Source: an optimization exercise on an open RTL-to-GDS flow (aim: small area, a short achievable clock period and few clock cycles per item). Production flows keep margins and buffers that such runs may drop. The RTL was checked by simulation tests, not by an equivalence proof against the original design.

**standard.sh**
```bash
#!/bin/bash
# synth_recipe.tcl (not shown) runs the flow's synth.tcl, then flattens the netlist and writes it again
# the make line also repeats each setting of config.mk as NAME=value (left out here)
make -C /OpenROAD-flow-scripts/flow DESIGN_CONFIG=/design/flow/config.mk WORK_HOME=/design/flow/orfs CLKGATE_MAP_FILE= SYNTH_SCRIPT=/design/flow/synth_recipe.tcl "${@:-finish}"
```
**config.mk**
```make
export PLATFORM = sky130hd
export DESIGN_NAME = shake256_core
export DESIGN_NICKNAME = shake256_core
export VERILOG_FILES = /design/flow/design.v
export SDC_FILE = /design/flow/constraint.sdc
export NUM_CORES = 8
export LEC_CHECK = 0
export CAP_MARGIN = 30
export CORE_MARGIN = 2
export CORE_UTILIZATION = 45
export SETUP_SLACK_MARGIN = 3.1
export SLEW_MARGIN = 30
```
**flow/run.sh**
```bash
#!/bin/bash
# Standard ORFS layout with two changes:
# - synthesis maps the logic with an area-oriented, delay-aware ABC script
#   (flow/abc_map.script) in place of ORFS's speed script. Everything else in
#   synthesis (synth_recipe.tcl: no fsm/share passes, flattening, renaming) is
#   the standard flow's own, so registers and their cells are the standard synthesis's.
# - the port buffers that global placement inserts are buf_2 cells.
# Each make run's output goes to its own log here; ORFS's per-step logs are
# under orfs/logs.
set -euo pipefail
W=$(pwd)
{
  cat <<'EOT'
proc abc {args} {
  set i [lsearch -exact $args -script]
  if { $i >= 0 } { set args [lreplace $args $i [expr {$i + 1}] -script $::env(MY_ABC_SCRIPT)] }
  set j [lsearch -exact $args -D]
  if { $j >= 0 } { set args [lreplace $args $j [expr {$j + 1}]] }
  yosys abc {*}$args
}
EOT
  cat synth_recipe.tcl
} > "$W/flow_synth.tcl"
export MY_ABC_SCRIPT="$W/flow/abc_map.script"
bash standard.sh SYNTH_SCRIPT="$W/flow_synth.tcl" synth > "$W/synth_make.log" 2>&1
bash standard.sh "BUFFER_PORTS_ARGS=-buffer_cell sky130_fd_sc_hd__buf_2" finish > "$W/layout_make.log" 2>&1
```
**design.v**
```verilog
module shake256_core (
    input  wire         clk,
    input  wire         rst,         
    input  wire         in_valid,
    output wire         in_ready,
    input  wire [63:0]  in_data,     
    input  wire         in_last,
    input  wire [3:0]   in_nbytes,   
    output wire         done,
    output wire [255:0] digest       
);
    localparam integer RATE_LANES = 17;   
    reg [4:0]  wptr;       
    reg        padpend;    
    reg        bfull;      
    reg        blast;      
    reg        run;        
    reg [4:0]  rnd;        
    reg        plast;      
    reg        done_r;
    reg        rdy_r;      
    reg        go_r;       
    reg        keep_r;     
    reg        abs_r;      
    reg        padb_r;     
    reg [63:0] rc_r;       
    reg [RATE_LANES-1:0] arm_r;    
    reg [RATE_LANES-1:0] parm_r;   
    reg        clr_r;      
    reg [63:0] bl [0:RATE_LANES-1];
    reg [63:0] st [0:24];   
    assign in_ready = rdy_r;
    assign done     = done_r;
    assign digest   = {st[3], st[2], st[1], st[0]};
    wire       acc     = in_valid && rdy_r;
    wire       padw    = padpend && !bfull;
    wire       short_l = in_last && (in_nbytes < 4'd8);    
    reg [63:0] din;
    integer j;
    always @* begin
        for (j = 0; j < 8; j = j + 1) begin
            if (clr_r)
                din[8*j +: 8] = 8'h00;
            else if (padpend)
                din[8*j +: 8] = (j == 0) ? 8'h1F : 8'h00;
            else if (!short_l || j < in_nbytes[2:0])
                din[8*j +: 8] = in_data[8*j +: 8];
            else if (j == in_nbytes[2:0])
                din[8*j +: 8] = 8'h1F;
            else
                din[8*j +: 8] = 8'h00;
        end
    end
    integer i;
    always @(posedge clk) begin
        for (i = 0; i < RATE_LANES; i = i + 1)
            if ((arm_r[i] && in_valid) || parm_r[i] || clr_r)
                bl[i] <= din;
    end
    wire load  = !run && bfull;                              
    wire r23   = run && rnd == 5'd23;
    wire cont  = r23 && !plast && bfull;                     
    wire go    = load || (run && (!r23 || plast || bfull));
    wire take  = load || cont;
    reg [4:0] wptr_n, rnd_n;
    reg       padpend_n, bfull_n, blast_n, run_n, plast_n;
    reg       cpl, cpl_last;
    always @* begin
        wptr_n = wptr; padpend_n = padpend;
        bfull_n = bfull && !take; blast_n = blast;
        cpl = 1'b0; cpl_last = 1'b0;
        if (padw) begin
            cpl = 1'b1; cpl_last = 1'b1; padpend_n = 1'b0;
        end else if (acc) begin
            if (short_l) begin
                cpl = 1'b1; cpl_last = 1'b1;
            end else begin
                if (in_last)
                    padpend_n = 1'b1;
                if (wptr == RATE_LANES-1)
                    cpl = 1'b1;
            end
        end
        if (cpl) begin
            bfull_n = 1'b1;
            blast_n = cpl_last;
            wptr_n  = 5'd0;
        end else if (acc) begin
            wptr_n = wptr + 5'd1;
        end
        run_n = run; rnd_n = rnd; plast_n = plast;
        if (take) begin
            run_n = 1'b1; rnd_n = 5'd0; plast_n = blast;
        end else if (go) begin
            if (r23)
                run_n = 1'b0;
            else
                rnd_n = rnd + 5'd1;
        end
        if (rst) begin
            wptr_n = 5'd0; padpend_n = 1'b0; bfull_n = 1'b0;
            run_n = 1'b0; rnd_n = 5'd0;
        end
    end
    wire load_n = !run_n && bfull_n;
    wire r23_n  = run_n && rnd_n == 5'd23;
    wire cont_n = r23_n && !plast_n && bfull_n;
    wire go_n   = load_n || (run_n && (!r23_n || plast_n || bfull_n));
    always @(posedge clk) begin
        wptr    <= wptr_n;
        padpend <= padpend_n;
        bfull   <= bfull_n;
        blast   <= blast_n;
        run     <= run_n;
        rnd     <= rnd_n;
        plast   <= plast_n;
        done_r  <= !rst && r23 && plast;
        rdy_r   <= !bfull_n && !padpend_n && !rst;
        go_r    <= go_n;
        keep_r  <= !load_n;
        abs_r   <= load_n || cont_n;
        padb_r  <= (load_n || cont_n) && blast_n;
        rc_r    <= load_n ? 64'd0 : rc(rnd_n);
        clr_r   <= load_n || cont_n || rst;
        for (i = 0; i < RATE_LANES; i = i + 1) begin
            arm_r[i]  <= !bfull_n && !padpend_n && !rst && (wptr_n == i);
            parm_r[i] <= !bfull_n && padpend_n && (wptr_n == i);
        end
    end
    function [63:0] rc;
        input [4:0] r;
        begin
            case (r)
                5'd0:  rc = 64'h0000000000000001;
                5'd1:  rc = 64'h0000000000008082;
                5'd2:  rc = 64'h800000000000808A;
                5'd3:  rc = 64'h8000000080008000;
                5'd4:  rc = 64'h000000000000808B;
                5'd5:  rc = 64'h0000000080000001;
                5'd6:  rc = 64'h8000000080008081;
                5'd7:  rc = 64'h8000000000008009;
                5'd8:  rc = 64'h000000000000008A;
                5'd9:  rc = 64'h0000000000000088;
                5'd10: rc = 64'h0000000080008009;
                5'd11: rc = 64'h000000008000000A;
                5'd12: rc = 64'h000000008000808B;
                5'd13: rc = 64'h800000000000008B;
                5'd14: rc = 64'h8000000000008089;
                5'd15: rc = 64'h8000000000008003;
                5'd16: rc = 64'h8000000000008002;
                5'd17: rc = 64'h8000000000000080;
                5'd18: rc = 64'h000000000000800A;
                5'd19: rc = 64'h800000008000000A;
                5'd20: rc = 64'h8000000080008081;
                5'd21: rc = 64'h8000000000008080;
                5'd22: rc = 64'h0000000080000001;
                default: rc = 64'h8000000080008008;
            endcase
        end
    endfunction
    function integer rho;
        input integer k;
        begin
            case (k)
                0: rho = 0;   1: rho = 1;   2: rho = 62;  3: rho = 28;  4: rho = 27;
                5: rho = 36;  6: rho = 44;  7: rho = 6;   8: rho = 55;  9: rho = 20;
                10: rho = 3;  11: rho = 10; 12: rho = 43; 13: rho = 25; 14: rho = 39;
                15: rho = 41; 16: rho = 45; 17: rho = 15; 18: rho = 21; 19: rho = 8;
                20: rho = 18; 21: rho = 2;  22: rho = 61; 23: rho = 56; default: rho = 14;
            endcase
        end
    endfunction
    reg [63:0] c [0:4];
    reg [63:0] d [0:4];
    reg [63:0] a [0:24];
    reg [63:0] b [0:24];
    reg [63:0] ab [0:24];
    reg [63:0] nxt [0:24];
    integer x, y;
    always @* begin
        for (x = 0; x < 5; x = x + 1)
            c[x] = st[x] ^ st[x+5] ^ st[x+10] ^ st[x+15] ^ st[x+20];
        for (x = 0; x < 5; x = x + 1)
            d[x] = c[(x+4)%5] ^ {c[(x+1)%5][62:0], c[(x+1)%5][63]};
        for (i = 0; i < 25; i = i + 1)
            a[i] = st[i] ^ d[i%5];
        for (x = 0; x < 5; x = x + 1)
            for (y = 0; y < 5; y = y + 1)
                b[y + 5*((2*x + 3*y) % 5)] = (a[x+5*y] << rho(x+5*y)) |
                                             (a[x+5*y] >> ((64 - rho(x+5*y)) % 64));
        for (i = 0; i < 25; i = i + 1)
            ab[i] = (i < RATE_LANES && abs_r) ? bl[i] : 64'd0;
        ab[RATE_LANES-1][63] = ab[RATE_LANES-1][63] ^ padb_r;
        ab[0] = ab[0] ^ rc_r;
        for (x = 0; x < 5; x = x + 1)
            for (y = 0; y < 5; y = y + 1)
                nxt[x+5*y] = ((keep_r ? b[x+5*y] : 64'd0) ^ ab[x+5*y]) ^
                             (keep_r ? (~b[(x+1)%5+5*y] & b[(x+2)%5+5*y]) : 64'd0);
    end
    always @(posedge clk) begin
        if (go_r)
            for (i = 0; i < 25; i = i + 1)
                st[i] <= nxt[i];
    end
endmodule
```
**constraint.sdc**
```tcl
create_clock -name core_clock -period 6.5 [get_ports {clk}]
set_input_delay 1.3000 -clock core_clock [delete_from_list [all_inputs] [get_ports {clk}]]
set_output_delay 1.3000 -clock core_clock [all_outputs]
set_load 0.01 [all_outputs]
```
**flow/abc_map.script**
```
strash
dch
map -D 2400 -A 1.5
topo
```
==> impl_metrics.csv, run 1 <==
group,metric,value,unit
floorplanning,fp.dieArea,0.352,sq mm
drt,final_antenna_net_count,0,
synth,ys_ff_latch,2751,
synth,synth_area_leader_cell,"edfxtp_1",
worst_hold_path,min_path_type,"reg2reg",
clock_network,cts_hold_buf,0,
drt,wire_per_inst,44.1,microns
sta,clock_skew,0.0473,ns
global_route,antenna_found_initial,175,
clock_network,clock_path_buffers,4,
clock_network,clkTransAtPathRegs,0.06,ns
worst_setup_path,cp_num_buf_inv,2,
worst_setup_path,crit_path_start_kind,"register",
status,status,"no timing/DRC/antenna violations",
worst_setup_path,r2r_slack,2.82,ns
drt,route.detailed.drc,0,
floorplanning,fp.dieH,594,microns
global_route,grt_max_degree,159,
sta,fin_crit,3.68,ns
sta,whs,0.489,ns
clock_network,cts_tree,"built",
global_route,grt_pass1_wl,1150000,microns
worst_setup_path,critPathMaxStageDelay,0.51,ns
synth,synthDistinctLibCells,13,
sta,final.setup.tns,0,ns
global_route,first_global_vias,107000,
clock_network,clockRootBuffer,"clkbuf_16",
clock_network,cts_made_buffers,330,
synth,netlist_instances,14800,
drt,drtPass1Iterations,12,
sta,finalHoldViolations,0,
floorplanning,row_count,216,
place,place.gp.congestion,1.13,
global_route,track_usage,51.6,%
global_route,grt_overflow_total,0,
place,hpwlAfterDp,770000,microns
worst_setup_path,critPathMaxFanout,5,
synth,yosys_warnings,9,
worst_setup_path,crit_cells,10,
layout,nets,16200,
worst_setup_path,crit_required,7.25,ns
floorplanning,die_w,594,microns
floorplanning,io_pins,330,
sta,max_slew_margin,10.9,%
worst_setup_path,path_cells,"xnor2_1 -> xor2_1 -> xor2_1 -> xnor2_1 -> buf_4 -> xnor2_2 -> clkinv_1 -> nor2_1 -> xor2_1 -> xor2_1",
clock_network,cts.htree.levels,5,
sta,timing.final.crit_share,56.6,%
synth,synthTopCellsByArea,"edfxtp_1, xor2_1, xnor2_1, nand2_1, nor2_1",
worst_hold_path,min_path_cells,2,
synth,avgSynthCellArea,10.6,sq um
synth,netlist_area,0.156,sq mm
sta,rsz0062_at_grt,"true",
worst_hold_path,hp-start,"blast$_DFF_P_",
layout,drive_above_1_share,17.3,%
sta,max_freq,0.272,GHz
worst_setup_path,rr_worst_depth,10,
clock_network,clock_sinks,2751,
layout,area_growth,24.7,%
worst_setup_path,crit_top_cell,"xor2_1",
synth,ys_seq_area_share,52.4,%
worst_setup_path,cp_data_arrival_time,4.43,ns
synth,synth_top_area_share,51.6,%
worst_setup_path,rr_endpoint,"st[16][41]$_DFFE_PP_",
worst_setup_path,critPathKind,"reg2reg",
drt,wl,929000,microns
floorplanning,coreArea,0.346,sq mm
sta,worstMarginPinSlew,1.33,ns
worst_setup_path,rr_startpoint,"st[19][5]$_DFFE_PP_",
worst_setup_path,cpLargestDelayFamily,"XOR/XNOR gates",
worst_setup_path,cpMaxStageDelayCell,"edfxtp_1",
run,maxCapViolations,0,
worst_hold_path,hold_end,"blast$_DFF_P_",
sta,drv_slew,0,
worst_setup_path,critPathCaptureType,"register",
sta,finalSetupViolCount,0,
drt,via_count,121000,
floorplanning,start_util,45.2,%
synth,syn_nets,14900,
drt,viasPerCell,5.75,
drt,drtIter0Drc,21200,
clock_network,insertion_delay,1.00,ns
place,io_buffers,329,
-- synthesized netlist by cell type --
cell,instances
xor2_1,3413
nand2_1,3137
edfxtp_1,2688
xnor2_1,2394
nor2_1,1788
clkinv_1,1276
dfxtp_1,63
or2_2,13
a21oi_1,11
ha_1,10
o21ai_0,7
nand3_1,2
and2_2,1
-- sequential cells by signal (all words and copies together), names as in the netlist, 5 cells and up --
name,count
bl,1088
rc_r,7
parm_r,17
arm_r,17
st,1600
rnd,5
wptr,5
-- timing repair --
| action | 4_1_cts | 5_1_grt |
|---|---|---|
| endpoints found under the hold margin | 0 | 0 |
| setup buffers | 57 | 125 |
| endpoints found under the setup margin | 1110 | 952 |
| pin swaps | 108 | 102 |
| resized for setup | 820 | 390 |
-- kinds of logic (layout without fill, tap and decap cells) --
logic type,count (synthesis),after routing,synth area share (%)
xor gates and xnor gates,5807,5807,32.5
and+or+nand+nor,4941,4941,11.9
DFF,2751,2751,52.4
buffers and inverters,1276,2832,3.06
AOI/OAI and AO/OA,18,18,0.0576
adders and majority gates,10,10,0.0800
other,0,111,0
-- stage by stage --
step	util [%]	cell area, sq um	instances	worst slack (ns)
CTS	54.9	190000	20800	2.75
global route	56.3	195000	20900	2.93
global placement	49.1	170000	20100	1.60
detailed placement	49.8	172000	20200	2.02
floorplan	-	156000	14800	-17.74
finish	56.3	195000	21000	2.82
-- worst max path at each step --
stage	from	end
floorplan	keep_r$_DFF_P_	st[17][17]$_DFFE_PP_
global placement	in_last	bl[12][28]$_DFFE_PP_
detailed placement	in_last	bl[12][2]$_DFFE_PP_
CTS	st[17][45]$_DFFE_PP_	st[5][9]$_DFFE_PP_
global route	st[2][26]$_DFFE_PP_	st[24][17]$_DFFE_PP_
finish	st[19][5]$_DFFE_PP_	st[16][41]$_DFFE_PP_
-- cell type report --
cell class / instances / area [sq um]
timing repair buffer: 962 / 7750
clock buffer: 390 / 8520
fill: 29900 / 151000
sequential: 2751 / 82000
multi-input combinational: 10800 / 83900
inverter: 1276 / 4920
clock inverter: 204 / 1990
tap: 4578 / 5730
antenna: 111 / 278
-- worst min-delay path, stage by stage, from the launching register on --
cell     delay (ns)
dfxtp_1        0.31
nand2_1        0.06
nand2_1        0.06
-- metal layers --
layer	vias to the layer above	part of all wire, %	global-route usage [%]
li1	49000	-	-
met5	-	0.067	0
met1	60600	35	63.6
met3	2071	15	20.0
met4	88	11	46.2
met2	9240	39	69.4
-- cell usage in the layout (no fill, tap or decap), types with 17 or more instances in the layout --
cell type / Yosys / final
buf_4: 0 / 520
nor2_1: 1788 / 1741
buf_12: 0 / 103
dfxtp_1: 63 / 60
xor2_1: 3413 / 2938
clkbuf_16: 0 / 331
xor2_4: 0 / 135
xor2_2: 0 / 340
nand2_2: 0 / 42
xnor2_1: 2394 / 1674
diode_2: 0 / 111
nand2_4: 0 / 17
clkinv_2: 0 / 117
bufinv_16: 0 / 27
nand2_1: 3137 / 3076
clkinv_1: 1276 / 1267
nor2_2: 0 / 45
buf_2: 0 / 329
xnor2_2: 0 / 427
xnor2_4: 0 / 293
clkbuf_1: 0 / 57
edfxtp_1: 2688 / 2688
Testbench counts, summed over its fixed seeds: cycles 4,830, items 54.
==> inputs of run 2 (changes only) <==
--- a/config.mk
+++ b/config.mk
@@ -8,5 +8,5 @@
 export CAP_MARGIN = 30
 export CORE_MARGIN = 2
 export CORE_UTILIZATION = 45
-export SETUP_SLACK_MARGIN = 3.1
+export SETUP_SLACK_MARGIN = 2.7
 export SLEW_MARGIN = 30
==> run 2 against run 1 <==
Still clean on timing, DRC and antenna. Non-clock buffer count shrank 171. Hold slack lost 0.00056 ns. First-iteration DRC count grew 5.7%. Global-route usage shrank 0.25 points. Setup slack lost 0.43 ns. Register-to-register slack lost 0.43 ns. Area after synthesis is the same. Clock skew grew 0.0012 ns. Design area shrank 4.7%. Cell count shrank 0.92%.
==> impl_metrics.csv, run 2 <==
group,metric,value,unit
run,maxCapViolations,0,
layout,largest_reg_flops,1600,
sta,drv_slew,0,
layout,area_growth,18.8,%
worst_setup_path,critPathMaxStageDelay,1.03,ns
worst_setup_path,r2r_slack,2.39,ns
worst_setup_path,critPathKind,"reg2reg",
clock_network,insertion_delay,0.99,ns
layout,final_common_cell,"xor2_1",
floorplanning,fp.dieH,594,microns
drt,wire_per_inst,44.4,microns
sta,fin_crit,4.11,ns
place,dpl-instance-area,0.172,sq mm
synth,synthDistinctLibCells,13,
place,hpwlAfterDp,770000,microns
layout,layout_common_cells,"xor2_1, nand2_1, edfxtp_1, xnor2_1, nor2_1",
synth,ys_seq_area_share,52.4,%
worst_setup_path,crit_path_start_kind,"register",
synth,synth_area_leader_cell,"edfxtp_1",
drt,drtIter0Drc,22400,
layout,drive_above_1_share,12.3,%
global_route,grt_pass1_wl,1140000,microns
clock_network,cts.htree.levels,5,
sta,max_slew_margin,14.4,%
worst_hold_path,min_path_type,"reg2reg",
sta,clock_skew,0.0485,ns
layout,nets,16000,
drt,final_antenna_net_count,0,
synth,yosys_warnings,9,
synth,synth_top_area_share,51.6,%
global_route,antenna_found_initial,160,
clock_network,cts_tree,"built",
worst_setup_path,cp_data_arrival_time,4.84,ns
synth,yosysMostFrequentCell,"xor2_1",
clock_network,cts_hold_buf,0,
worst_setup_path,cpMaxStageDelayCell,"xnor2_2",
global_route,first_global_vias,106000,
clock_network,clkTransAtPathRegs,0.06,ns
sta,finalHoldViolations,0,
global_route,grt_overflow_total,0,
worst_setup_path,path_cells,"xnor2_1 -> xor2_1 -> xnor2_2 -> xnor2_2 -> nand2_1 -> xnor2_1 -> xor2_1",
global_route,track_usage,51.3,%
sta,timing.final.crit_share,63.2,%
sta,final.setup.tns,0,ns
synth,syn_nets,14900,
synth,ys_ff_latch,2751,
sta,rsz0062_at_grt,"true",
synth,synthFlopType,"edfxtp_1",
place,io_buffers,329,
synth,ys_top_cells_by_count,"xor2_1, nand2_1, edfxtp_1",
layout,regMostFlops,"st",
floorplanning,row_count,216,
synth,avgSynthCellArea,10.6,sq um
floorplanning,die_w,594,microns
drt,via_count,121000,
drt,route.detailed.drc,0,
clock_network,cts_made_buffers,330,
clock_network,clock_path_buffers,4,
synth,synthTopCellsByArea,"edfxtp_1, xor2_1, xnor2_1, nand2_1, nor2_1",
worst_setup_path,cpLargestDelayFamily,"XOR/XNOR gates",
drt,viasPerCell,5.79,
status,status,"no timing/DRC/antenna violations",
floorplanning,coreArea,0.346,sq mm
clock_network,clock_sinks,2751,
sta,finalSetupViolCount,0,
synth,netlist_instances,14800,
layout,post-route-cell-area,0.186,sq mm
global_route,grt_max_degree,159,
floorplanning,start_util,45.2,%
synth,async_reset_ff_share,0,%
worst_setup_path,critPathMaxFanout,5,
sta,max_freq,0.243,GHz
clock_network,clockRootBuffer,"clkbuf_16",
sta,worstMarginPinSlew,1.28,ns
drt,drtPass1Iterations,8,
worst_setup_path,critPathCaptureType,"register",
worst_setup_path,crit_required,7.23,ns
floorplanning,io_pins,330,
sta,whs,0.489,ns
synth,netlist_area,0.156,sq mm
place,place.gp.congestion,1.13,
synth,synth_edf_count,2688,
floorplanning,fp.dieArea,0.352,sq mm
worst_setup_path,cp_num_buf_inv,0,
layout,top_regs,"st (1600), bl (1088)",
drt,wl,925000,microns
## run 2: cell count changes in the layout (fill, tap and decap cells not counted), moves of 71 or more
cell	delta
buf_4	-119
xor2_1	+309
xor2_2	-226
xnor2_1	+243
xnor2_4	-172
xor2_4	-83
xnor2_2	-71
## run 2: per-layer routing
| layer | GRT usage [%] | vias to the layer above | share of wire, % |
|---|---|---|---|
| met5 | 0 | - | 0.051 |
| met4 | 45.2 | 72 | 11 |
| met3 | 18.1 | 2037 | 14 |
| met2 | 69.6 | 9481 | 39 |
| met1 | 64.3 | 60300 | 36 |
| li1 | - | 48900 | - |
## run 2: final timing paths
kind,to,startpoint,depth (start not counted)
min,blast$_DFF_P_,blast$_DFF_P_,2
max,st[15][21]$_DFFE_PP_,st[0][57]$_DFFE_PP_,7
min reg2reg,blast$_DFF_P_,blast$_DFF_P_,2
max reg2reg,st[15][21]$_DFFE_PP_,st[0][57]$_DFFE_PP_,7
## run 2: final cells by class
cell class	instances	area, sq um
fill	30900	160000
sequential	2751	82000
multi-input combinational	10800	76700
clock buffer	390	8520
timing repair buffer	791	5820
tap	4578	5730
inverter	1276	4840
clock inverter	204	1990
antenna	89	223
## run 2: cell families after synthesis
kind of cell / after synthesis / share of synthesized area, %
AOI/OAI and AO/OA: 18 / 0.0576
xor gates and xnor gates: 5807 / 32.5
DFF: 2751 / 52.4
buffers and inverters: 1276 / 3.06
adders and majority gates: 10 / 0.0800
and+or+nand+nor: 4941 / 11.9
## run 2: what timing repair did
item | CTS | global route
pin swaps | 8 | 18
resized for setup | 126 | 105
endpoints found under the setup margin | 217 | 174
buffers inserted | 2 | 8
## run 2: metrics by stage
step	worst slack, ns	instances	util (%)
after floorplan	-17.74	14800	-
after global placement	1.60	20100	49.1
after detailed placement	2.02	20200	49.8
after CTS	2.58	20800	53.1
after global routing	2.48	20800	53.6
final	2.39	20900	53.7
## run 2: worst register-to-register path, cell delays in order (launching register included)
cell and delay, ns:
edfxtp_1 0.44, xnor2_1 0.60, xor2_1 0.64, xnor2_2 0.47, xnor2_2 1.03, nand2_1 0.32
xnor2_1 0.22, xor2_1 0.16
==> inputs of run 3 (changes only) <==
--- a/config.mk
+++ b/config.mk
@@ -8,5 +8,7 @@
 export CAP_MARGIN = 30
 export CORE_MARGIN = 2
 export CORE_UTILIZATION = 45
-export SETUP_SLACK_MARGIN = 2.7
+export CTS_CLUSTER_DIAMETER = 120
+export CTS_CLUSTER_SIZE = 16
+export SETUP_SLACK_MARGIN = 3.5
 export SLEW_MARGIN = 30
==> run 3 against run 2 <==
Via count up 4.2%. First-iteration DRC count down 9.1%. Non-clock buffer count up 1560. Die area unchanged. Highest routed layer unchanged. Global-route usage up 0.91 points. Critical path depth up 3. Clock-buffer cell count down 171. Register-to-register slack better by 0.92 ns. Still clean. Cell count up 5.8%. Area after synthesis unchanged. Design area up 15%.
==> impl_metrics.csv, run 3 <==
group,metric,value,unit
synth,yosys_warnings,9,
synth,synthDistinctLibCells,13,
worst_setup_path,path_cells,"xnor2_1 -> xor2_1 -> xor2_2 -> buf_6 -> xnor2_4 -> xnor2_4 -> clkinv_2 -> nor2_4 -> xor2_1 -> xor2_1",
global_route,grt_overflow_total,0,
layout,nets,17400,
floorplanning,start_util,45.2,%
place,dp_cells,20200,
floorplanning,io_pins,330,
layout,final_common_cell,"nand2_1",
synth,synth_top_area_share,51.6,%
synth,avgSynthCellArea,10.6,sq um
global_route,grt_pass1_wl,1160000,microns
synth,ys_seq_area_share,52.4,%
drt,viasPerCell,5.70,
synth,yosysMostFrequentCell,"xor2_1",
drt,route.detailed.drc,0,
sta,clock_skew,0.0475,ns
layout,post-route-cell-area,0.214,sq mm
clock_network,clkTransAtPathRegs,0.09,ns
synth,ys_top_cells_by_count,"xor2_1, nand2_1, edfxtp_1",
drt,via_count,126000,
global_route,grt_max_degree,159,
place,io_buffers,329,
clock_network,clock_path_buffers,4,
worst_setup_path,crit_top_cell,"xor2_1",
worst_setup_path,r2r_slack,3.32,ns
layout,regMostFlops,"st",
run,maxCapViolations,0,
floorplanning,coreArea,0.346,sq mm
floorplanning,die_w,594,microns
synth,netlist_instances,14800,
clock_network,insertion_delay,1.00,ns
status,status,"no timing/DRC/antenna violations",
sta,drv_slew,0,
global_route,antenna_found_initial,148,
worst_setup_path,critPathMaxFanout,5,
place,place.gp.congestion,1.13,
floorplanning,fp.dieArea,0.352,sq mm
layout,largest_reg_flops,1600,
place,hpwlAfterDp,770000,microns
sta,fin_crit,3.18,ns
layout,multi_input_area,0.0942,sq mm
worst_hold_path,min_path_type,"reg2reg",
clock_network,cts_tree,"built",
worst_setup_path,rr_worst_depth,10,
layout,fillCellCount,27900,
layout,layout_common_cells,"nand2_1, edfxtp_1, xor2_1, buf_4, nor2_1",
layout,area_growth,36.8,%
floorplanning,fp.dieH,594,microns
layout,drive_above_1_share,29.3,%
synth,synth_area_leader_cell,"edfxtp_1",
layout,final_core_util,61.8,%
clock_network,clockRootBuffer,"clkbuf_16",
sta,final.setup.tns,0,ns
worst_setup_path,cp_data_arrival_time,3.98,ns
worst_setup_path,critPathCaptureType,"register",
layout,top_regs,"st (1600), bl (1088)",
synth,ys_ff_latch,2751,
sta,finalSetupViolCount,0,
place,dpl-instance-area,0.172,sq mm
layout,seq_area,0.0820,sq mm
sta,timing.final.crit_share,49.0,%
synth,synthTopCellsByArea,"edfxtp_1, xor2_1, xnor2_1, nand2_1, nor2_1",
sta,rsz0062_at_grt,"true",
synth,netlist_area,0.156,sq mm
worst_setup_path,crit_required,7.30,ns
drt,drtIter0Drc,20400,
sta,max_freq,0.314,GHz
worst_setup_path,critPathMaxStageDelay,0.67,ns
synth,syn_nets,14900,
floorplanning,row_count,216,
synth,async_reset_ff_share,0,%
worst_setup_path,cpMaxStageDelayCell,"xnor2_4",
synth,synth_edf_count,2688,
drt,wire_per_inst,42.7,microns
drt,wl,943000,microns
sta,worstMarginPinSlew,1.19,ns
worst_hold_path,min_path_cells,2,
layout,instances_no_fill,22100,
worst_setup_path,crit_path_start_kind,"register",
sta,max_slew_margin,20.4,%
sta,finalHoldViolations,0,
clock_network,cts.htree.levels,4,
clock_network,clock_sinks,2751,
worst_setup_path,critPathKind,"reg2reg",
drt,drtPass1Iterations,9,
clock_network,cts_made_buffers,195,
global_route,track_usage,52.2,%
global_route,first_global_vias,111000,
synth,synthFlopType,"edfxtp_1",
drt,final_antenna_net_count,0,
[run 3: changes by cell type in the layout (fill, tap and decap cells not counted), moves of 136 or more]
cell       delta
buf_6       +136
clkinv_1    -368
xnor2_1     -602
buf_12      +239
nor2_1      -210
buf_4      +1188
xor2_4      +158
xor2_2      +412
nor2_2      +140
clkbuf_16   -136
xnor2_4     +471
xor2_1      -570
[run 3: repair_timing]
action / 4_1_cts / 5_1_grt
buffers inserted: 1035 / 539
setup endpoints to repair: 2355 / 1812
gates resized for setup: 2187 / 980
gates cloned: 0 / 0
pin swaps: 445 / 514
hold buffers: 0 / 0
[run 3: layout make-up]
| class | count | area share (%) |
|---|---|---|
| Inverter | 1276 | 2.55 |
| Sequential cell | 2751 | 38.3 |
| Clock buffer | 219 | 2.32 |
| Clock inverter | 20 | 0.137 |
| Antenna cell | 85 | 0.0994 |
| Multi-Input combinational cell | 10800 | 44.0 |
| Tap cell | 4578 | 2.68 |
| Timing Repair Buffer | 2351 | 9.88 |
[run 3: layer usage]
layer,wire (microns),GRT usage (%),share of wire [%]
met1,324000,63.8,34
met2,367000,70.2,39
met3,140000,21.0,15
met4,110000,47.8,12
met5,606,0.311,0.064
[run 3: critical path: cells and delay by family, from the launching register on]
kind,cells,cell delay (ns)
XOR/XNOR,7,1.92
buffers and inverters,2,0.36
flip-flops,1,0.52
AND/OR/NAND/NOR,1,0.19
[run 3: path summary, 6_finish.rpt]
| kind | start | end |
|---|---|---|
| min | blast$_DFF_P_ | blast$_DFF_P_ |
| min reg2reg | blast$_DFF_P_ | blast$_DFF_P_ |
| max reg2reg | st[15][29]$_DFFE_PP_ | st[4][44]$_DFFE_PP_ |
| max | st[15][29]$_DFFE_PP_ | st[4][44]$_DFFE_PP_ |
[run 3: through the flow]
step           setup WS (ns)  hold slack, ns
2_1_floorplan         -17.74           0.439
4_1_cts                 3.30           0.490
5_1_grt                 3.28           0.542
3_3_place_gp            1.60           0.473
3_5_place_dp            2.02           0.474
6_report                3.32           0.491
[run 3: kinds of logic (layout without fill, tap and decap cells)]
group,Yosys count,count (layout),synth area share (%)
adders and majority gates,10,10,0.0800
other,0,85,0
AOI/OAI and AO/OA,18,18,0.0576
DFF,2751,2751,52.4
and+or+nand+nor,4941,4941,11.9
xor gates and xnor gates,5807,5807,32.5
buffers and inverters,1276,3866,3.06
==> inputs of run 4 (changes only) <==
--- a/design.v
+++ b/design.v
@@ -22,6 +22,7 @@
     reg        go_r;       
     reg        keep_r;     
     reg        abs_r;      
+    reg        abs2_r;     
     reg        padb_r;     
     reg [63:0] rc_r;       
     reg [RATE_LANES-1:0] arm_r;    
@@ -119,6 +120,7 @@
         go_r    <= go_n;
         keep_r  <= !load_n;
         abs_r   <= load_n || cont_n;
+        abs2_r  <= bfull_n && (!run_n || cont_n);   
         padb_r  <= (load_n || cont_n) && blast_n;
         rc_r    <= load_n ? 64'd0 : rc(rnd_n);
         clr_r   <= load_n || cont_n || rst;
@@ -176,6 +178,7 @@
     reg [63:0] b [0:24];
     reg [63:0] ab [0:24];
     reg [63:0] nxt [0:24];
+    reg        kp [0:24];   
     integer x, y;
     always @* begin
         for (x = 0; x < 5; x = x + 1)
@@ -188,14 +191,16 @@
             for (y = 0; y < 5; y = y + 1)
                 b[y + 5*((2*x + 3*y) % 5)] = (a[x+5*y] << rho(x+5*y)) |
                                              (a[x+5*y] >> ((64 - rho(x+5*y)) % 64));
-        for (i = 0; i < 25; i = i + 1)
-            ab[i] = (i < RATE_LANES && abs_r) ? bl[i] : 64'd0;
+        for (i = 0; i < 25; i = i + 1) begin
+            kp[i] = keep_r;
+            ab[i] = (i < RATE_LANES && ((i < 9) ? abs_r : abs2_r)) ? bl[i] : 64'd0;
+        end
         ab[RATE_LANES-1][63] = ab[RATE_LANES-1][63] ^ padb_r;
         ab[0] = ab[0] ^ rc_r;
         for (x = 0; x < 5; x = x + 1)
             for (y = 0; y < 5; y = y + 1)
-                nxt[x+5*y] = ((keep_r ? b[x+5*y] : 64'd0) ^ ab[x+5*y]) ^
-                             (keep_r ? (~b[(x+1)%5+5*y] & b[(x+2)%5+5*y]) : 64'd0);
+                nxt[x+5*y] = ((kp[x+5*y] ? b[x+5*y] : 64'd0) ^ ab[x+5*y]) ^
+                             (kp[x+5*y] ? (~b[(x+1)%5+5*y] & b[(x+2)%5+5*y]) : 64'd0);
     end
     always @(posedge clk) begin
         if (go_r)
--- a/flow/run.sh
+++ b/flow/run.sh
@@ -1,7 +1,7 @@
 #!/bin/bash
 # Standard ORFS layout with two changes:
-# - synthesis maps the logic with an area-oriented, delay-aware ABC script
-#   (flow/abc_map.script) in place of ORFS's speed script. Everything else in
+# - synthesis maps the logic with flow/abc_map.script (dc2, &dch -f, &nf)
+#   in place of ORFS's speed script, for a smaller netlist. Everything else in
 #   synthesis (synth_recipe.tcl: no fsm/share passes, flattening, renaming) is
 #   the standard flow's own, so registers and their cells are the standard synthesis's.
 # - the port buffers that global placement inserts are buf_2 cells.
==> flow/abc_map.script (replaced) <==
strash
dc2
&get -n
&dch -f
&nf -R 1000
&put
topo
==> run 4 against run 3 <==
Wire length down 1.8%. Register-to-register slack worse by 0.07 ns. Design area decreased by 6.0%. Maximum frequency is 2.2% lower. Critical path type unchanged. Highest routed layer unchanged.
==> impl_metrics.csv, run 4 <==
group,metric,value,unit
status,status,"no timing/DRC/antenna violations",
clock_network,insertion_delay,1.01,ns
worst_hold_path,min_path_type,"reg2reg",
synth,synth_compound_area_share,0.365,%
drt,via_count,120000,
synth,yosysMostFrequentCell,"xnor2_1",
place,dp_cells,18700,
global_route,first_global_vias,103000,
layout,nets,15300,
synth,ys_seq_area_share,53.9,%
worst_setup_path,r2r_slack,3.25,ns
floorplanning,row_count,213,
run,maxCapViolations,0,
synth,ys_top_cells_by_count,"xnor2_1, nand2_1, edfxtp_1",
worst_setup_path,cp_data_arrival_time,3.97,ns
synth,netlist_area,0.152,sq mm
place,io_buffers,329,
layout,final_core_util,59.8,%
worst_setup_path,crit_path_start_kind,"register",
global_route,use_met3,23.1,%
layout,top_regs,"st (1600), bl (1088)",
global_route,grt_overflow_total,0,
synth,synth_area_leader_cell,"edfxtp_1",
layout,seq_area,0.0820,sq mm
synth,synthFlopType,"edfxtp_1",
layout,largest_reg_flops,1600,
sta,final.setup.tns,0,ns
synth,ys_ff_latch,2752,
sta,drv_slew,0,
layout,regMostFlops,"st",
synth,synth_top_area_share,53.1,%
drt,viasPerCell,6.02,
synth,synth_xor_area_share,31.0,%
drt,wl,926000,microns
sta,whs,0.495,ns
synth,yosys_warnings,10,
synth,synth_simple_gate_area_share,11.2,%
floorplanning,fp.dieArea,0.343,sq mm
layout,instances_no_fill,19900,
worst_hold_path,min_path_cells,2,
floorplanning,fp.dieH,585,microns
synth,muxShareOfSynthArea,3.40,%
clock_network,cts_tree,"built",
worst_setup_path,rr_worst_depth,9,
layout,layout_common_cells,"xnor2_1, nand2_1, edfxtp_1, nor2_1, buf_4",
global_route,track_usage,53.0,%
global_route,grt_max_degree,150,
sta,worstMarginPinSlew,1.18,ns
sta,finalHoldViolations,0,
global_route,grt_util_met2,70.1,%
sta,clock_skew,0.0695,ns
clock_network,cts.htree.levels,4,
worst_setup_path,rr_startpoint,"st[12][35]$_DFFE_PP_",
clock_network,clock_sinks,2752,
sta,fin_crit,3.25,ns
clock_network,cts_made_buffers,195,
synth,netlist_instances,13200,
synth,syn_nets,13300,
place,place.gp.congestion,1.13,
drt,route.detailed.drc,0,
synth,async_reset_ff_share,0,%
synth,synth_top_family_by_area,"XOR/XNOR gates",
drt,drtPass1Iterations,8,
clock_network,clkTransAtPathRegs,0.09,ns
global_route,grt_pass1_wl,1130000,microns
drt,final_antenna_net_count,0,
worst_setup_path,critPathMaxFanout,5,
floorplanning,io_pins,330,
synth,avgSynthCellArea,11.5,sq um
place,hpwlAfterDp,761000,microns
global_route,busiest_layer,"met2",
clock_network,clockRootBuffer,"clkbuf_16",
worst_setup_path,critPathCaptureType,"register",
worst_setup_path,crit_required,7.22,ns
worst_hold_path,hp-start,"plast$_DFF_P_",
sta,finalSetupViolCount,0,
layout,fillCellCount,27000,
floorplanning,die_w,585,microns
layout,area_growth,32.3,%
worst_hold_path,hold_end,"done_r$_DFF_P_",
sta,max_slew_margin,21.6,%
sta,rsz0062_at_grt,"true",
layout,final_common_cell,"xnor2_1",
synth,synthAdderAreaFrac,0.0823,%
layout,multi_input_area,0.0913,sq mm
drt,drtIter0Drc,20500,
drt,wire_per_inst,46.6,microns
synth,synthDistinctLibCells,36,
synth,synth_edf_count,2688,
clock_network,cts_hold_buf,0,
clock_network,clock_path_buffers,4,
worst_setup_path,rr_endpoint,"st[15][46]$_DFFE_PP_",
sta,timing.final.crit_share,50.1,%
global_route,antenna_found_initial,147,
floorplanning,coreArea,0.337,sq mm
synth,synthTopCellsByArea,"edfxtp_1, xnor2_1, nand2_1, nor2_1, xor2_1",
global_route,use_met1,64.1,%
layout,drive_above_1_share,24.3,%
sta,max_freq,0.307,GHz
floorplanning,start_util,45.2,%
worst_setup_path,critPathKind,"reg2reg",
run 4: cell families after synthesis:
kind of cell,count (synthesis)
buf+inv,11
fa+ha+maj,10
mux,516
compound gates,82
xor+xnor,5389
simple gates,4485
flops,2752
run 4: routing by layer:
metal	vias up	part of all wire (%)	routed length, microns
met4	48	11	106000
met1	60100	34	318000
met2	9506	39	359000
met5	-	0.099	917
met3	2109	15	141000
li1	47800	-	-
run 4: layout make-up:
class	count	area share (%)
Antenna cell	138	0.172
Clock buffer	213	2.47
Clock inverter	17	0.167
Inverter	11	0.0224
Multi-Input combinational cell	10500	45.4
Sequential cell	2752	40.8
Tap cell	4515	2.81
Timing Repair Buffer	1742	8.19
run 4: critical path, stage by stage (launching register included):
cell and delay (ns):
edfxtp_1 0.54, xor2_1 0.24, xnor2_2 0.33, xnor2_4 0.24
xnor2_4 0.39, xnor2_1 0.18, buf_4 0.25, nand2_1 0.10
nor2_1 0.45, xnor2_1 0.24
run 4: timing repair:
item | CTS | global route
setup endpoints to repair | 2352 | 1118
endpoints found under the hold margin | 0 | 0
gates cloned | 1 | 0
pin swaps | 262 | 255
gates resized for setup | 1373 | 396
setup buffers | 498 | 333
run 4: how the worst max path moves through the flow:
stage	startpoint	end	slack, ns
6_report	st[12][35]$_DFFE_PP_	st[15][46]$_DFFE_PP_	3.25
3_5_place_dp	in_nbytes[3]	bl[9][21]$_DFFE_PP_	2.02
3_3_place_gp	st[11][21]$_DFFE_PP_	st[9][18]$_DFFE_PP_	2.00
4_1_cts	st[16][10]$_DFFE_PP_	st[11][16]$_DFFE_PP_	3.18
2_1_floorplan	go_r$_DFF_P_	st[0][0]$_DFFE_PP_	-5.21
5_1_grt	st[12][35]$_DFFE_PP_	st[15][46]$_DFFE_PP_	3.30
run 4: stage by stage:
| stage | area [sq um] | setup WS (ns) |
|---|---|---|
| CTS | 194000 | 3.18 |
| global placement | 168000 | 2.00 |
| detailed placement | 171000 | 2.02 |
| global route | 201000 | 3.30 |
| finish | 201000 | 3.25 |
| floorplan | 152000 | -5.21 |
Testbench counts of run 4, summed over its fixed seeds: cycles 4,830, items 54.
==> inputs of run 5 (changes only) <==
--- a/config.mk
+++ b/config.mk
@@ -10,5 +10,6 @@
 export CORE_UTILIZATION = 45
 export CTS_CLUSTER_DIAMETER = 120
 export CTS_CLUSTER_SIZE = 16
+export PLACE_DENSITY = 0.8
 export SETUP_SLACK_MARGIN = 3.5
 export SLEW_MARGIN = 30
==> run 5 against run 4 <==
The layout now fails its checks (antenna violations). Die area is the same. Wire length grew 2.4%. Synthesized cell count is the same. First-iteration DRC count grew 4.8%. Cell count grew 0.82%. Critical endpoint is now st[18][19]$_DFFE_PP_. Largest cell class unchanged.
==> impl_metrics.csv, run 5 <==
group,metric,value,unit
status,status,"complete, but fails checks",
status,failed_checks,"antenna violations",
synth,synthFlopType,"edfxtp_1",
worst_setup_path,crit_path_start_kind,"register",
synth,synthTopCellsByArea,"edfxtp_1, xnor2_1, nand2_1, nor2_1, xor2_1",
layout,largest_reg_flops,1600,
worst_setup_path,critPathCaptureType,"register",
synth,synth_edf_count,2688,
synth,ys_top_cells_by_count,"xnor2_1, nand2_1, edfxtp_1",
layout,drive_above_1_share,25.1,%
worst_setup_path,rr_startpoint,"st[0][55]$_DFFE_PP_",
sta,finalSetupViolCount,0,
drt,wl,949000,microns
global_route,track_usage,54.3,%
place,io_buffers,329,
global_route,grt_max_degree,166,
global_route,first_global_vias,105000,
clock_network,insertion_delay,1.03,ns
drt,viasPerCell,6.09,
synth,yosys_warnings,10,
drt,route.detailed.drc,0,
sta,finalHoldViolations,0,
clock_network,clock_sinks,2752,
synth,syn_nets,13300,
worst_hold_path,min_path_type,"reg2reg",
global_route,grt_pass1_wl,1160000,microns
sta,drv_slew,0,
worst_setup_path,critPathMaxFanout,5,
place,hpwlAfterDp,769000,microns
floorplanning,start_util,45.2,%
floorplanning,row_count,213,
place,place.gp.congestion,1.15,
synth,avgSynthCellArea,11.5,sq um
clock_network,clockRootBuffer,"clkbuf_16",
sta,timing.final.crit_share,49.8,%
synth,ys_seq_area_share,53.9,%
worst_hold_path,hp-start,"plast$_DFF_P_",
sta,clock_skew,0.0665,ns
synth,synthDistinctLibCells,36,
sta,max_freq,0.309,GHz
floorplanning,fp.dieArea,0.343,sq mm
worst_setup_path,rr_worst_depth,8,
drt,drtPass1Iterations,9,
place,preCtsSetupSlack,2.27,ns
synth,synth_area_leader_cell,"edfxtp_1",
drt,via_count,122000,
layout,instances_no_fill,20000,
synth,netlist_instances,13200,
clock_network,clkTransAtPathRegs,0.08,ns
layout,nets,15400,
synth,async_reset_ff_share,0,%
run,maxCapViolations,0,
drt,drtIter0Drc,21500,
floorplanning,io_pins,330,
global_route,grt_overflow_total,0,
floorplanning,die_w,585,microns
synth,ys_ff_latch,2752,
worst_setup_path,cp_data_arrival_time,4.04,ns
worst_setup_path,rr_endpoint,"st[18][19]$_DFFE_PP_",
worst_hold_path,hold_end,"plast$_DFF_P_",
synth,synth_top_area_share,53.1,%
layout,area_growth,33.8,%
sta,final.setup.tns,0,ns
sta,worstMarginPinSlew,1.15,ns
layout,layout_common_cells,"xnor2_1, nand2_1, edfxtp_1, nor2_1, buf_4",
sta,max_slew_margin,23.3,%
clock_network,cts_hold_buf,0,
worst_setup_path,critPathKind,"reg2reg",
layout,top_regs,"st (1600), bl (1088)",
worst_setup_path,crit_required,7.30,ns
floorplanning,fp.dieH,585,microns
synth,yosysMostFrequentCell,"xnor2_1",
synth,netlist_area,0.152,sq mm
place,dp_cells,18700,
sta,fin_crit,3.24,ns
worst_setup_path,r2r_slack,3.26,ns
layout,regMostFlops,"st",
drt,wire_per_inst,47.3,microns
layout,final_common_cell,"xnor2_1",
drt,final_antenna_net_count,1,
worst_hold_path,min_path_cells,1,
clock_network,cts_made_buffers,194,
clock_network,cts.htree.levels,4,
sta,rsz0062_at_grt,"true",
global_route,antenna_found_initial,163,
clock_network,clock_path_buffers,4,
floorplanning,coreArea,0.337,sq mm
sta,setup_ws,3.26,ns
clock_network,cts_tree,"built",
run 5: changes by cell type in the layout (fill, tap and decap cells not counted), moves of 7 or more:
cell / change
mux2i_1: -12
xnor2_4: +21
o21a_2: +8
xor2_1: -11
o21a_1: -8
xnor2_2: -19
buf_6: +19
buf_4: +58
diode_2: +19
clkbuf_1: +15
nor2_2: -7
mux2i_2: +8
buf_12: +63
run 5: metal layers:
layer  vias to the layer above  wire length [microns]  track usage [%]
li1                      48100                      -                -
met1                     60800                 317000             63.9
met2                     10500                 364000             71.4
met3                      2483                 153000             25.8
met4                        48                 114000             52.5
met5                         -                    761                0
run 5: area by class of cell:
type                            instances  area, sq um
Fill cell                           26700       133000
Multi-Input combinational cell      10500        91800
Sequential cell                      2752        82000
Timing Repair Buffer                 1878        18400
Tap cell                             4515         5650
Clock buffer                          227         5000
Antenna cell                          157          393
Clock inverter                         12          196
Inverter                               11         41.3
run 5: critical path, cell delays in order (launching register included):
cell,delay (ns)
edfxtp_1,0.53
buf_4,0.21
xor2_1,0.17
xnor2_2,0.58
xnor2_4,0.26
xnor2_2,0.57
nand2_1,0.19
nor2_1,0.18
mux2i_1,0.33
run 5: logic make-up after synthesis:
| logic type | count (synthesis) | share of synthesized area (%) |
|---|---|---|
| AOI/OAI and AO/OA | 82 | 0.365 |
| xor gates and xnor gates | 5389 | 31.0 |
| adders and majority gates | 10 | 0.0823 |
| buffers and inverters | 11 | 0.0271 |
| DFF | 2752 | 53.9 |
| muxes | 516 | 3.40 |
| and+or+nand+nor | 4485 | 11.2 |
run 5: worst max path at each step:
stage	startpoint	depth (start not counted)	endpoint	slack, ns
floorplan	go_r$_DFF_P_	0	st[0][0]$_DFFE_PP_	-5.21
global placement	st[10][49]$_DFFE_PP_	8	st[18][13]$_DFFE_PP_	1.79
detailed placement	in_valid	8	rc_r[31]$_SDFF_PP0_	2.27
CTS	st[14][58]$_DFFE_PP_	9	st[16][30]$_DFFE_PP_	3.27
global route	st[11][45]$_DFFE_PP_	8	st[14][0]$_DFFE_PP_	3.35
finish	st[0][55]$_DFFE_PP_	8	st[18][19]$_DFFE_PP_	3.26
run 5: per-stage QoR:
| stage | util, % | cell area [sq um] | hold WS [ns] |
|---|---|---|---|
| final | 60.4 | 203000 | 0.608 |
| after detailed placement | 50.7 | 171000 | 0.575 |
| after floorplan | - | 152000 | 0.446 |
| after global placement | 49.8 | 168000 | 0.522 |
| after global routing | 60.3 | 203000 | 0.645 |
| after CTS | 58.2 | 196000 | 0.587 |
run 5: timing repair:
action | CTS | global route
endpoints found under the setup margin | 2167 | 1114
resized for setup | 1495 | 352
pin swaps | 316 | 264
cloned | 0 | 0
buffers inserted | 595 | 381
==> inputs of run 6 (changes only) <==
--- a/config.mk
+++ b/config.mk
@@ -10,6 +10,6 @@
 export CORE_UTILIZATION = 45
 export CTS_CLUSTER_DIAMETER = 120
 export CTS_CLUSTER_SIZE = 16
-export PLACE_DENSITY = 0.8
+export PLACE_DENSITY = 0.7
 export SETUP_SLACK_MARGIN = 3.5
 export SLEW_MARGIN = 30
==> run 6 against run 5 <==
Now clean on timing, DRC and antenna. Clock-buffer cell count is 4 higher. Sequential share of layout area hardly changed. Setup slack better by 0.062 ns. Register-to-register slack better by 0.06 ns. Highest routed layer unchanged. Maximum frequency is 2.0% higher. Clock skew is 0.014 ns lower. First-iteration DRC count is 4.6% higher. Largest cell class unchanged. Die area stayed put. Critical path depth is 1 higher.
==> impl_metrics.csv, run 6 <==
group,metric,value,unit
status,status,"no timing/DRC/antenna violations",
layout,drive_above_1_share,24.9,%
worst_setup_path,crit_path_start_kind,"register",
synth,async_reset_ff_share,0,%
clock_network,cts.htree.levels,4,
layout,largest_reg_flops,1600,
clock_network,cts_hold_buf,0,
clock_network,clockRootBuffer,"clkbuf_16",
global_route,first_global_vias,104000,
drt,wire_per_inst,47.3,microns
synth,netlist_instances,13200,
synth,yosysMostFrequentCell,"xnor2_1",
synth,netlist_area,0.152,sq mm
clock_network,cts_tree,"built",
synth,synth_area_leader_cell,"edfxtp_1",
synth,ys_seq_area_share,53.9,%
layout,fillCellCount,26800,
sta,rsz0062_at_grt,"true",
clock_network,insertion_delay,1.01,ns
drt,drtPass1Iterations,7,
drt,drtIter0Drc,22500,
layout,area_growth,33.8,%
layout,final_core_util,60.5,%
synth,synth_top_area_share,53.1,%
floorplanning,io_pins,330,
layout,top_regs,"st (1600), bl (1088)",
worst_setup_path,crit_required,7.23,ns
sta,drv_slew,0,
global_route,antenna_found_initial,144,
place,preCtsSetupSlack,1.95,ns
synth,synthFlopType,"edfxtp_1",
run,maxCapViolations,0,
global_route,track_usage,54.1,%
clock_network,clock_sinks,2752,
synth,synthTopCellsByArea,"edfxtp_1, xnor2_1, nand2_1, nor2_1, xor2_1",
worst_hold_path,min_path_type,"reg2reg",
synth,ys_ff_latch,2752,
place,hpwlAfterDp,769000,microns
drt,wl,946000,microns
clock_network,cts_made_buffers,195,
layout,regMostFlops,"st",
floorplanning,start_util,45.2,%
layout,nets,15400,
floorplanning,fp.dieArea,0.343,sq mm
place,place.gp.congestion,1.14,
sta,clock_skew,0.0520,ns
sta,finalSetupViolCount,0,
worst_setup_path,critPathCaptureType,"register",
drt,route.detailed.drc,0,
sta,finalHoldViolations,0,
sta,max_slew_margin,22.8,%
global_route,grt_max_degree,166,
drt,via_count,121000,
synth,syn_nets,13300,
worst_setup_path,cp_data_arrival_time,3.91,ns
floorplanning,row_count,213,
global_route,grt_overflow_total,0,
worst_setup_path,critPathKind,"reg2reg",
floorplanning,fp.dieH,585,microns
synth,avgSynthCellArea,11.5,sq um
synth,ys_top_cells_by_count,"xnor2_1, nand2_1, edfxtp_1",
layout,final_common_cell,"xnor2_1",
layout,layout_common_cells,"xnor2_1, nand2_1, edfxtp_1, nor2_1, buf_4",
drt,final_antenna_net_count,0,
sta,final.setup.tns,0,ns
clock_network,clock_path_buffers,4,
sta,max_freq,0.315,GHz
floorplanning,die_w,585,microns
place,io_buffers,329,
floorplanning,coreArea,0.337,sq mm
clock_network,clkTransAtPathRegs,0.09,ns
synth,yosys_warnings,10,
sta,worstMarginPinSlew,1.16,ns
sta,setup_ws,3.32,ns
synth,synthDistinctLibCells,36,
global_route,grt_pass1_wl,1150000,microns
synth,synth_edf_count,2688,
drt,viasPerCell,6.07,
sta,fin_crit,3.18,ns
sta,timing.final.crit_share,48.9,%
worst_setup_path,critPathMaxFanout,5,
run 6: cell count changes in the layout (fill, tap and decap cells not counted), moves of 6 or more:
cell / delta
xnor2_4: -16
o21a_2: -10
xnor2_1: -18
o21a_1: +10
xor2_1: +9
buf_12: +9
buf_8: +8
buf_4: -53
mux2i_1: +6
buf_2: -15
buf_6: +23
xnor2_2: +34
diode_2: -11
run 6: logic make-up (layout without fill, tap and decap cells):
group	Yosys count	count (layout)	share of synthesized area, %
DFF	2752	2752	53.9
adders and majority gates	10	10	0.0823
xor gates and xnor gates	5389	5389	31.0
buffers and inverters	11	2111	0.0271
other	0	146	0
muxes	516	516	3.40
AOI/OAI and AO/OA	82	82	0.365
and+or+nand+nor	4485	4485	11.2
run 6: routing by layer:
layer	routed length (microns)	track usage, %	part of all wire (%)
met1	323000	65.0	34
met2	361000	70.2	38
met3	155000	26.4	16
met4	106000	49.9	11
met5	954	0.140	0.10
run 6: critical path, stage by stage (launching register included):
cell and delay (ns):
edfxtp_1 0.56, xor2_1 0.31, xnor2_2 0.17, xnor2_2 0.44
xnor2_1 0.14, buf_4 0.24, xnor2_1 0.58, nand2_1 0.17
nor2_1 0.18, mux2i_1 0.09
run 6: path summary, 6_finish.rpt:
kind	slack (ns)	to	start	depth (start not counted)
worst max register to register	3.32	st[20][7]$_DFFE_PP_	st[15][31]$_DFFE_PP_	9
worst min register to register	0.50	done_r$_DFF_P_	plast$_DFF_P_	2
worst min-delay path	0.50	done_r$_DFF_P_	plast$_DFF_P_	2
worst max-delay path	3.32	st[20][7]$_DFFE_PP_	st[15][31]$_DFFE_PP_	9
run 6: final cells by class:
| cell class | instances | area [sq um] | share of cell area (%) |
|---|---|---|---|
| multi-input cells | 10500 | 91600 | 45.0 |
| flip-flops and latches | 2752 | 82000 | 40.3 |
| inverters | 11 | 42.5 | 0.0209 |
| clock buffers | 231 | 5060 | 2.49 |
| well taps | 4515 | 5650 | 2.78 |
| repair buffers | 1853 | 18500 | 9.11 |
| diodes | 146 | 365 | 0.180 |
| clock inverters | 16 | 238 | 0.117 |
run 6: through the flow:
stage          hold slack, ns  instances  instance area, sq um
2_1_floorplan           0.446      13200                152000
3_3_place_gp            0.475      18600                168000
3_5_place_dp            0.484      18600                171000
4_1_cts                 0.494      19500                195000
5_1_grt                 0.534      19900                203000
6_report                0.497      20000                204000
run 6: repair_timing:
action                     in CTS  in global routing
resized for setup            1432                401
gates cloned                    1                  0
buffers inserted              589                385
hold endpoints to repair        0                  0
pin swaps                     287                289
setup endpoints to repair    2452               1207
==> inputs of run 7 (changes only) <==
--- a/config.mk
+++ b/config.mk
@@ -10,6 +10,6 @@
 export CORE_UTILIZATION = 45
 export CTS_CLUSTER_DIAMETER = 120
 export CTS_CLUSTER_SIZE = 16
-export PLACE_DENSITY = 0.7
+export PLACE_DENSITY = 0.65
 export SETUP_SLACK_MARGIN = 3.5
 export SLEW_MARGIN = 30
==> run 7 against run 6 <==
Non-clock buffer count increased by 67. First-iteration DRC count decreased by 0.51%. Still clean. Wire length increased by 0.91%. Largest cell class unchanged. Maximum frequency decreased by 0.33%. Register-to-register slack about the same. Setup slack got worse by 0.010 ns. Die area unchanged. Clock skew increased by 0.019 ns. Clock-buffer cell count decreased by 17.
==> impl_metrics.csv, run 7 <==
group,metric,value,unit
worst_hold_path,min_path_type,"reg2reg",
clock_network,clkTransAtPathRegs,0.08,ns
worst_setup_path,cpMaxStageDelayCell,"edfxtp_1",
floorplanning,row_count,213,
drt,drtIter0Drc,22400,
synth,avgSynthCellArea,11.5,sq um
drt,wl,955000,microns
layout,area_growth,33.5,%
floorplanning,fp.dieArea,0.343,sq mm
clock_network,clock_path_buffers,4,
synth,ys_top_cells_by_count,"xnor2_1, nand2_1, edfxtp_1",
clock_network,clock_sinks,2752,
sta,timing.final.crit_share,49.0,%
status,status,"no timing/DRC/antenna violations",
drt,wire_per_inst,47.5,microns
synth,async_reset_ff_share,0,%
floorplanning,io_pins,330,
layout,drive_above_1_share,24.8,%
sta,final.setup.tns,0,ns
floorplanning,fp.dieH,585,microns
global_route,grt_max_degree,186,
floorplanning,die_w,585,microns
sta,finalSetupViolCount,0,
synth,netlist_area,0.152,sq mm
place,place.gp.congestion,1.13,
drt,final_antenna_net_count,0,
clock_network,cts.htree.levels,4,
sta,max_freq,0.314,GHz
worst_setup_path,cp_data_arrival_time,3.92,ns
synth,yosysMostFrequentCell,"xnor2_1",
worst_setup_path,cpLargestDelayFamily,"XOR/XNOR gates",
layout,top_regs,"st (1600), bl (1088)",
global_route,grt_overflow_total,0,
place,hpwlAfterDp,778000,microns
sta,clock_skew,0.0715,ns
synth,synth_area_leader_cell,"edfxtp_1",
layout,layout_common_cells,"xnor2_1, nand2_1, edfxtp_1, nor2_1, buf_4",
worst_setup_path,critPathMaxFanout,4,
layout,nets,15400,
run,maxCapViolations,0,
synth,synthTopCellsByArea,"edfxtp_1, xnor2_1, nand2_1, nor2_1, xor2_1",
worst_setup_path,crit_required,7.23,ns
worst_setup_path,path_cells,"xor2_1 -> xnor2_1 -> xnor2_2 -> xnor2_2 -> buf_4 -> xnor2_2 -> nand2_1 -> xnor2_1 -> xnor2_1",
drt,viasPerCell,6.08,
global_route,track_usage,54.5,%
worst_setup_path,critPathKind,"reg2reg",
synth,ys_ff_latch,2752,
drt,drtPass1Iterations,9,
clock_network,clockRootBuffer,"clkbuf_16",
sta,worstMarginPinSlew,1.26,ns
sta,drv_slew,0,
worst_setup_path,crit_path_start_kind,"register",
synth,syn_nets,13300,
floorplanning,coreArea,0.337,sq mm
clock_network,cts_hold_buf,0,
clock_network,cts_made_buffers,194,
layout,regMostFlops,"st",
synth,netlist_instances,13200,
worst_setup_path,critPathCaptureType,"register",
global_route,antenna_found_initial,174,
clock_network,insertion_delay,1.02,ns
layout,largest_reg_flops,1600,
synth,synth_edf_count,2688,
floorplanning,start_util,45.2,%
drt,via_count,122000,
worst_setup_path,critPathMaxStageDelay,0.54,ns
synth,synthDistinctLibCells,36,
sta,fin_crit,3.19,ns
worst_setup_path,cp_num_buf_inv,1,
layout,final_common_cell,"xnor2_1",
sta,finalHoldViolations,0,
global_route,first_global_vias,104000,
synth,synth_top_area_share,53.1,%
sta,rsz0062_at_grt,"true",
sta,max_slew_margin,15.8,%
clock_network,cts_tree,"built",
synth,ys_seq_area_share,53.9,%
place,io_buffers,329,
synth,synthFlopType,"edfxtp_1",
synth,yosys_warnings,10,
global_route,grt_pass1_wl,1160000,microns
drt,route.detailed.drc,0,
## run 7: final cells by class
cell class | instances | area [sq um]
clock inverters | 17 | 233
clock buffers | 214 | 4930
flip-flops and latches | 2752 | 82000
well taps | 4515 | 5650
repair buffers | 1920 | 18700
multi-input cells | 10500 | 91100
diodes | 172 | 430
fillers | 26800 | 134000
inverters | 11 | 41.3
## run 7: per-layer routing
metal | part of all wire (%) | vias up | GRT usage [%]
li1 | - | 48300 | -
met5 | 0.064 | - | 1.53
met1 | 34 | 61300 | 65.6
met2 | 38 | 10500 | 69.5
met4 | 11 | 48 | 49.2
met3 | 17 | 2179 | 28.1
## run 7: cell families after synthesis
family                   after synthesis  synth area share [%]
adder cells (fa/ha/maj)               10                0.0823
XOR/XNOR                            5389                  31.0
AO/OA/AOI/OAI                         82                 0.365
AND/OR/NAND/NOR                     4485                  11.2
flip-flops                          2752                  53.9
buffers and inverters                 11                0.0271
multiplexers                         516                  3.40
## run 7: per-stage QoR
step           utilization (%)  hold slack (ns)  instance area, sq um  worst slack [ns]  instances
4_1_cts                   58.0            0.487                195000              3.29      19600
3_3_place_gp              50.0            0.476                168000              1.21      18700
6_report                  60.3            0.491                203000              3.31      20100
2_1_floorplan                -            0.446                152000             -5.21      13200
5_1_grt                   60.2            0.521                203000              3.35      19900
3_5_place_dp              50.8            0.474                171000              2.35      18700
## run 7: path summary, 6_finish.rpt
path	startpoint	to	slack, ns	cells past startpoint
max	st[12][31]$_DFFE_PP_	st[8][13]$_DFFE_PP_	3.31	9
min	plast$_DFF_P_	done_r$_DFF_P_	0.49	2
max reg2reg	st[12][31]$_DFFE_PP_	st[8][13]$_DFFE_PP_	3.31	9
min reg2reg	plast$_DFF_P_	done_r$_DFF_P_	0.49	2
## run 7: what timing repair did
| item | in CTS | in global routing |
|---|---|---|
| endpoints found under the hold margin | 0 | 0 |
| setup buffers | 587 | 355 |
| resized for setup | 1393 | 371 |
| pin swaps | 285 | 246 |
| setup endpoints to repair | 2172 | 991 |
## run 7: worst register-to-register path: stages (launching register included)
cell      delay, ns
edfxtp_1       0.54
xor2_1         0.23
xnor2_1        0.17
xnor2_2        0.54
xnor2_2        0.20
buf_4          0.26
xnor2_2        0.46
nand2_1        0.18
xnor2_1        0.20
xnor2_1        0.12

-- port drivers added, routing unchanged --
In the flow no input, the clock included, has a driving cell. The finished layouts below were timed again as built, in two steps.
Step 1 (the two cells are an assumption about what drives the block):
set clk [get_ports {clk}]
set_driving_cell -lib_cell sky130_fd_sc_hd__clkbuf_16 $clk
set_driving_cell -lib_cell sky130_fd_sc_hd__buf_2 [delete_from_list [all_inputs] $clk]
Step 2, shift: input delay + t, output delay - t, t = (earliest + latest rising clock arrival at the registers) / 2. This alone moves slack from input paths to output paths.
Three values: ideal, step 1, step 2; two values: the first two.
run	t, ns	slack for setup (ns)	worst hold slack (ns)	worst data-port slew with drivers (ns)
run 1	1.108	2.823 / 2.823 / 2.104	0.489 / 0.489 / 0.489	0.11
run 2	1.098	2.393 / 2.393 / 1.976	0.489 / 0.489 / 0.489	0.11
run 3	1.109	3.318 / 3.318 / 2.445	0.491 / 0.491 / 0.491	0.10
run 4	1.114	3.246 / 3.246 / 2.514	0.495 / 0.495 / 0.495	0.21
run 5	1.107	3.261 / 3.261 / 2.468	0.608 / 0.608 / 0.608	0.10
run 6	1.105	3.323 / 3.229 / 2.405	0.497 / 0.497 / 0.497	0.17
run 7	1.109	3.313 / 3.254 / 2.371	0.491 / 0.491 / 0.491	0.09
For run 7, which loses most, drivers alone change the setup slack by -0.059 ns; drivers and shift together by -0.942 ns.
